Context: an optimization exercise on an open-source flow, tuned for small area, a short achievable clock period and few clock cycles per item. The choices shown serve that exercise and are no tape-out recipe. In this exercise RTL edits were held to simulation tests only and were not proved equivalent to the original.

==> flow/design.v, too long to show whole: its modules and the start of the top module <==
// module cvu: 6383 lines
module cvu (
    input  wire        clk,
    input  wire        rst,
    input  wire        in_valid,
    output wire        in_ready,
    input  wire        in_first,
    input  wire        in_last,
    input  wire [3:0]  in_bytes,
    input  wire [63:0] in_data,
    input  wire [2:0]  cfg_preset,
    input  wire        cfg_chain,
    input  wire [6:0]  cfg_width,
    input  wire [63:0] cfg_poly,
    input  wire [63:0] cfg_init,
    input  wire [63:0] cfg_xorout,
    input  wire        cfg_refin,
    input  wire        cfg_refout,
    output reg         out_valid,
    output reg  [63:0] out_crc,
    output reg  [63:0] out_reg
);
  // ...
==> flow/flow/run.sh <==
#!/bin/bash
# The standard layout (the standard.sh: ORFS synthesis, floorplan, placement,
# CTS, routing) at the design's clock and constraints, with two changes:
#  - the buffers that buffer_ports puts on every input and output port are
#    buf_2 cells instead of the tool's default choice;
#  - ORFS's repair_timing steps (after CTS and after global routing) aim for
#    34.2 ns of setup slack instead of 0, so that they also shorten paths that
#    already meet the 44 ns clock.
# The make output goes to standard.log; ORFS keeps each step's log under orfs/logs.
set -euo pipefail
export BUFFER_PORTS_ARGS="-buffer_cell sky130_fd_sc_hd__buf_2"
export SETUP_SLACK_MARGIN=34.2
bash standard.sh > standard.log 2>&1
==> flow/standard.sh <==
#!/bin/bash
# synth_recipe.tcl (not shown) runs the flow's synth.tcl, then flattens the netlist and writes it again
# the make line also repeats each setting of config.mk as NAME=value (left out here)
make -C /OpenROAD-flow-scripts/flow DESIGN_CONFIG=/design/flow/config.mk WORK_HOME=/design/flow/orfs CLKGATE_MAP_FILE= SYNTH_SCRIPT=/design/flow/synth_recipe.tcl "${@:-finish}"
==> flow/config.mk <==
export PLATFORM = sky130hd
export DESIGN_NAME = cvu
export DESIGN_NICKNAME = cvu
export VERILOG_FILES = /design/flow/design.v
export SDC_FILE = /design/flow/constraint.sdc
export NUM_CORES = 4
export LEC_CHECK = 0
export CAP_MARGIN = 20
export CORE_MARGIN = 2
export CORE_UTILIZATION = 40
export PLACE_DENSITY = 0.5
export SLEW_MARGIN = 20
==> flow/constraint.sdc <==
create_clock -name core_clock -period 44.0 [get_ports {clk}]
set_input_delay 8.8000 -clock core_clock [delete_from_list [all_inputs] [get_ports {clk}]]
set_output_delay 8.8000 -clock core_clock [all_outputs]
set_load 0.01 [all_outputs]
==> flow_summary_export.csv, run 1 <==
group,metric,value,unit
timing,layout_setup_ws,33.84,ns
min_path,min_to,"out_crc[51]",
drt,drt-met1-wl,209.5,mm
clocking,hold_buffers,0,
synth,synth_top_area_share,0.2103,
worst_setup_path,endpoint_kind,"register",
outcome,outcome,"finished clean",
timing,final_hold_viol_count,0,
timing,holdWs,0.4061,ns
drt,ant_nets,0,
grt,grt_max_degree,112,
worst_setup_path,max_stage_delay,0.76,ns
worst_setup_path,worstPathMaxFanout,32,
synth,synth_top_area_cell,"xnor2_1",
floorplan,dieArea,221000,µm²
finish,seq_share,0.1614,
place,gp_congestion,1.107,
finish,clock_cell_area_share,0.02330,
clocking,cts.sinks,622,
drt,top_layer,"met5",
worst_setup_path,r2r_start,"jsel[3]",
synth,synth_seq_area_share,0.1829,
finish,register_area,16060,µm²
finish,fill_cells,21640,
place,dp.cells,13570,
floorplan,die_w,470.1,µm
clocking,cts_tree,"built",
worst_setup_path,critPathTopFamily,"XOR/XNOR gates",
timing,fin_crit,10.16,ns
timing,slew_headroom,0.09873,
finish,clockBufferCount,85,
finish,final_common_cell,"nor2_1",
synth,synth-simple-area-share,0.1744,
drt,vias,90190,
finish,buffer_area_frac,0.07399,
timing,finClkSkew,0.04235,ns
Testbench counts, summed over its fixed seeds: cycles 16,701, bytes 125,702.
==> run 2, diff against run 1 <==
--- a/flow/design.v
+++ b/flow/design.v
@@ -70,27 +70,33 @@
                     (cfg_preset == 3'd1) | (cfg_preset == 3'd3) | (cfg_preset == 3'd4);
     wire        refin_b = in_first ? refin_in : refin_r;
     reg  [63:0] d_in;
     always @* begin
         for (i4 = 0; i4 < 64; i4 = i4 + 1)
             d_in[i4] = refin_b ? in_data[63-i4] : in_data[8*(7 - i4/8) + (i4%8)];
     end
     wire [63:0] D = d_r;
-    reg [63:0] p_eff, mu_eff, xor_eff;
+    reg [63:0] xor_eff;
     reg  [5:0] k_eff;
     reg        refout_eff;
+    reg [63:0] n_poly, n_mu;
+    always @* begin
+        n_poly = cfg_poly; n_mu = 64'd0;
+        case (cfg_preset)
+            3'd1:       begin n_poly = 64'h1edc6f4100000000; n_mu = 64'h1f91caf6386f2c24; end
+            3'd2, 3'd3: begin n_poly = 64'h42f0e1eba9ea3693; n_mu = 64'h578d29d06cc4f872; end
+            3'd4:       begin n_poly = 64'h04c11db700000000; n_mu = 64'h04d101df481b4e5a; end
+            3'd5:       begin n_poly = 64'h1021000000000000; n_mu = 64'h11303471a041b342; end
+            3'd6:       begin n_poly = 64'h0700000000000000; n_mu = 64'h07156a166329dd12; end
+            default:    ;
+        endcase
+    end
+    wire [63:0] p_eff = poly_r, mu_eff = mu_r;
     always @* begin
-        p_eff  = expl ? poly_r : 64'd0;
-        mu_eff = expl ? mu_r : 64'd0;
-        if (pre[1]) begin p_eff = p_eff | 64'h1edc6f4100000000; mu_eff = mu_eff | 64'h1f91caf6386f2c24; end
-        if (pre23)  begin p_eff = p_eff | 64'h42f0e1eba9ea3693; mu_eff = mu_eff | 64'h578d29d06cc4f872; end
-        if (pre[4]) begin p_eff = p_eff | 64'h04c11db700000000; mu_eff = mu_eff | 64'h04d101df481b4e5a; end
-        if (pre[5]) begin p_eff = p_eff | 64'h1021000000000000; mu_eff = mu_eff | 64'h11303471a041b342; end
-        if (pre[6]) begin p_eff = p_eff | 64'h0700000000000000; mu_eff = mu_eff | 64'h07156a166329dd12; end
         xor_eff    = expl ? xor_r : (pre[1] | pre[4]) ? 64'hffffffff : pre[3] ? {64{1'b1}} : 64'd0;
         k_eff      = expl ? k_r : (pre[1] | pre[4]) ? 6'd32 : pre[5] ? 6'd48 : pre[6] ? 6'd56 : 6'd0;
         refout_eff = expl ? refout_r : (pre[1] | pre[3] | pre[4]);
     end
     wire [63:0] sh_in  = s1 ? poly_r : F;
     wire [63:0] sh_out = sh_in << k_r;
     reg [63:0] U;
     reg [31:0] V;
@@ -6346,17 +6352,18 @@
             pre[4]   <= cfg_preset == 3'd4;
             pre[5]   <= cfg_preset == 3'd5;
             pre[6]   <= cfg_preset == 3'd6;
             expl     <= expl_in;
             pre23    <= (cfg_preset == 3'd2) | (cfg_preset == 3'd3);
             k_r      <= 6'd0 - cfg_width[5:0];
             refin_r  <= refin_in;
             refout_r <= cfg_refout;
-            poly_r   <= cfg_poly;
+            poly_r   <= n_poly;
+            mu_r     <= n_mu;
             xor_r    <= cfg_xorout;
         end else if (s1) begin
             poly_r <= U;
             p0_r   <= sh_out[0];
             xor_r  <= xor_r & wmask;
             mu_r   <= 64'd0;
         end else if (s2) begin
             poly_r <= pal_back;
==> run 2 against run 1 <==
- sequential share of layout area down 0.17 points
- final cell count decreased by 1.6%
- first-iteration DRC count is 0.16% lower
- non-clock buffer count increased by 52
- area after synthesis down 0.43%
- critical endpoint is now poly_r[11]
- highest routed layer unchanged
==> flow_summary_export.csv, run 2 <==
group,metric,value,unit
outcome,outcome,"finished clean",
place,gp_congestion,1.078,
floorplan,die_w,469.1,µm
synth,synth-main-ff-cell,"edfxtp_1",
min_path,min_to,"out_crc[59]",
grt,track_usage,0.4881,
timing,final_hold_viol_count,0,
worst_setup_path,worstRegToRegCells,23,
grt,grt_pass1_vias,80770,
synth,synth_fa_ha_area_frac,0.001012,
grt,grt_overflow,0,
clocking,h-tree-depth,3,
worst_setup_path,r2r_setup_slack,33.90,ns
synth,yosysWarnings,1,
timing,fin_crit,10.18,ns
floorplan,io_pins,408,
synth,synth_cell_type_count,82,
worst_setup_path,critical_path_required,44.55,ns
synth,post-synth-top-count-cell,"xnor2_1",
floorplan,die_y,469.1,µm
synth,synthesis.nets,10620,
min_path,min_path_type,"reg -> reg",
drt,drcViolationCount,0,
grt,grt_antenna_before_repair,58,
synth,synth_edf_count,343,
finish,mostFrequentLayoutCells,"1966 x xnor2_1, 1859 x nand2_1, 1011 x nor2_1, 629 x xor2_1, 518 x buf_4",
finish,final_core_util,0.4670,
drt,wl_per_cell,41.18,µm
synth,synth-simple-area-share,0.1668,
drt,dr.pass1.iters,9,
worst_setup_path,endpoint_kind,"register",
synth,synth_area,86540,µm²
finish,final_common_cell,"xnor2_1",
synth,avgSynthCellArea,8.372,µm²
finish,finalNetCount,10940,
worst_setup_path,r2r_start,"jsel[2]",
drt,ant_nets,0,
synth,synth_top_family_by_area,"XOR/XNOR gates",
clocking,cts_tree,"built",
finish,area_growth,15.93,%
timing,post-route-period-util,0.2314,
drt,drtIter0Drc,15780,
synth,ys_ff_latch,621,
synth,synth_cells,10340,
synth,synthArstFlopShare,0,
clocking,hold_buffers,0,
floorplan,floorplan.initialDensity,0.4028,
finish,final_layout_size_suffix_gt1_frac,0.1726,
drt,post_drt_via_cell_ratio,6.539,
worst_setup_path,crit_type,"in -> reg",
min_path,hp-start,"res_xor[59]",
clocking,clk_latency,0.77,ns
worst_setup_path,worstPathMaxFanout,14,
synth,ys_top_cells_by_area,"xnor2_1 21%, xnor3_1 13%, edfxtp_1 12%",
worst_setup_path,regToRegEndpoint,"A[30]",
timing,finClkSkew,0.08195,ns
drt,vias,88740,
synth,synth_compound_area_frac,0.1214,
timing,setup_violations,0,
min_path,hold_depth,1,
floorplan,fp-row-count,170,
timing,slew_headroom,0.1290,
synth,synthTopCellsByCount,"2027 x xnor2_1, 1878 x nand2_1, 1040 x nor2_1",
clocking,cts.root.buffer_cell,"clkbuf_16",
place,place_hpwl,411.1,mm
synth,synth_seq_area_share,0.1833,
floorplan,design.core.area,214800,µm²
timing,rsz0062_at_grt,"true",
grt,grt_max_degree,163,
place,place.port_buffers,406,
timing,drv_slew,0,
clocking,clock_path_buffers,3,
clocking,cts_made_buffers,69,
synth,synth-xor-area-share,0.4143,
clocking,cts.sinks,621,
synth,synth.area.mux_share,0.07432,
drt,routed_wl,558.9,mm
timing,tightestPinTransition,1.306,ns
run,drv_cap,0,
synth,synth_top_area_cell,"xnor2_1",
clocking,path_clk_slew,0.06,ns
grt,grt_pass1_wl,728.3,mm
floorplan,dieArea,220100,µm²
synth,synth_top_area_share,0.2052,
worst_setup_path,critPathLaunchType,"input pin",
timing,setup_tns,0,ns
worst_setup_path,arrival,10.73,ns
timing,fmax,98.23,MHz
## run 2: cell type report
cell class	instances	area, µm²
antenna	20	50.05
clock buffer	98	1969
clock inverter	28	351.6
fill	21080	114500
inverter	85	424.2
multi-input combinational	8871	69730
sequential	621	16020
tap	2838	3551
timing repair buffer	1007	8188
timing repair inverter	2	32.53
## run 2: logic make-up after synthesis
family	after synthesis
xor+xnor	3233
simple gates	3536
fa+ha+maj	7
flops	621
compound gates	1604
buf+inv	852
mux	483
## run 2: worst max path at each step
| stage | startpoint | endpoint | slack, ns | depth (start not counted) |
|---|---|---|---|---|
| 6_report | cfg_preset[2] | poly_r[11] | 33.82 | 13 |
| 2_1_floorplan | cfg_preset[1] | d_r[0] | 33.52 | 9 |
| 5_1_grt | cfg_preset[2] | A[49] | 33.82 | 16 |
| 4_1_cts | cfg_preset[1] | d_r[11] | 33.93 | 11 |
| 3_3_place_gp | cfg_preset[0] | d_r[62] | 31.66 | 8 |
| 3_5_place_dp | cfg_preset[0] | d_r[62] | 31.56 | 8 |
## run 2: through the flow
step	cells	setup slack, ns	area, µm²	hold WS, ns
floorplan	10340	33.52	87520	0.4029
global placement	13280	31.66	93730	0.4193
detailed placement	13290	31.56	93790	0.4206
CTS	13520	33.93	99280	0.4219
global route	13550	33.82	100300	0.4361
finish	13570	33.82	100300	0.4206
## run 2: per-layer routing
| metal | up-vias | wire length [µm] | track usage |
|---|---|---|---|
| met1 | 43580 | 208100 | 0.6210 |
| met3 | 1907 | 82560 | 0.1953 |
| met4 | 33 | 47930 | 0.3179 |
| met2 | 7579 | 219800 | 0.6774 |
| li1 | 35640 | - | - |
| met5 | - | 469 | 0.008225 |
## run 2: timing repair
| item | in CTS | in global routing |
|---|---|---|
| gates resized for setup | 440 | 141 |
| pin swaps | 37 | 30 |
| endpoints found under the setup margin | 455 | 335 |
| setup buffers | 86 | 18 |
| gates cloned | 26 | 6 |
## run 2: worst max-delay path, cell delays in order
cell and delay (ns):
buf_12 0.08, buf_12 0.10, buf_12 0.12, clkinv_16 0.07
nor2_4 0.12, nand2_2 0.07, and2_4 0.16, buf_8 0.14
buf_4 0.14, nor2_4 0.37, clkbuf_16 0.27, a22oi_1 0.10
o21ai_1 0.15
Testbench counts of run 2, summed over its fixed seeds: cycles 16,701, bytes 125,702.

==> separate check: timing with driven ports <==
In the flow no input, the clock included, has a driving cell. The finished layouts below were timed again as built, in two steps. Step 1 (the two cells are an assumption about what drives the block):
set clk [get_ports {clk}]
set_driving_cell -lib_cell sky130_fd_sc_hd__clkbuf_16 $clk
set_driving_cell -lib_cell sky130_fd_sc_hd__buf_2 [delete_from_list [all_inputs] $clk]
Step 2 also shifts input and output timing later by t, the mid clock arrival at the registers, as if the neighbouring blocks saw the same clock. a / b / c = no drivers / after step 1 / after step 2; a / b = the first two.
| run | t (ns) | slack for setup (ns) | slew at the worst register clock pin (ns) | worst data-port slew with drivers (ns) |
|---|---|---|---|---|
| run 1 | 0.793 | 33.836 / 33.836 / 33.153 | 0.07 / 0.07 | 0.16 |
| run 2 | 0.820 | 33.820 / 33.849 / 33.030 | 0.10 / 0.10 | 0.14 |
After both steps setup and hold are still met in every run listed. For run 2, which loses most, drivers alone change the setup slack by +0.029 ns; drivers and shift together by -0.790 ns.
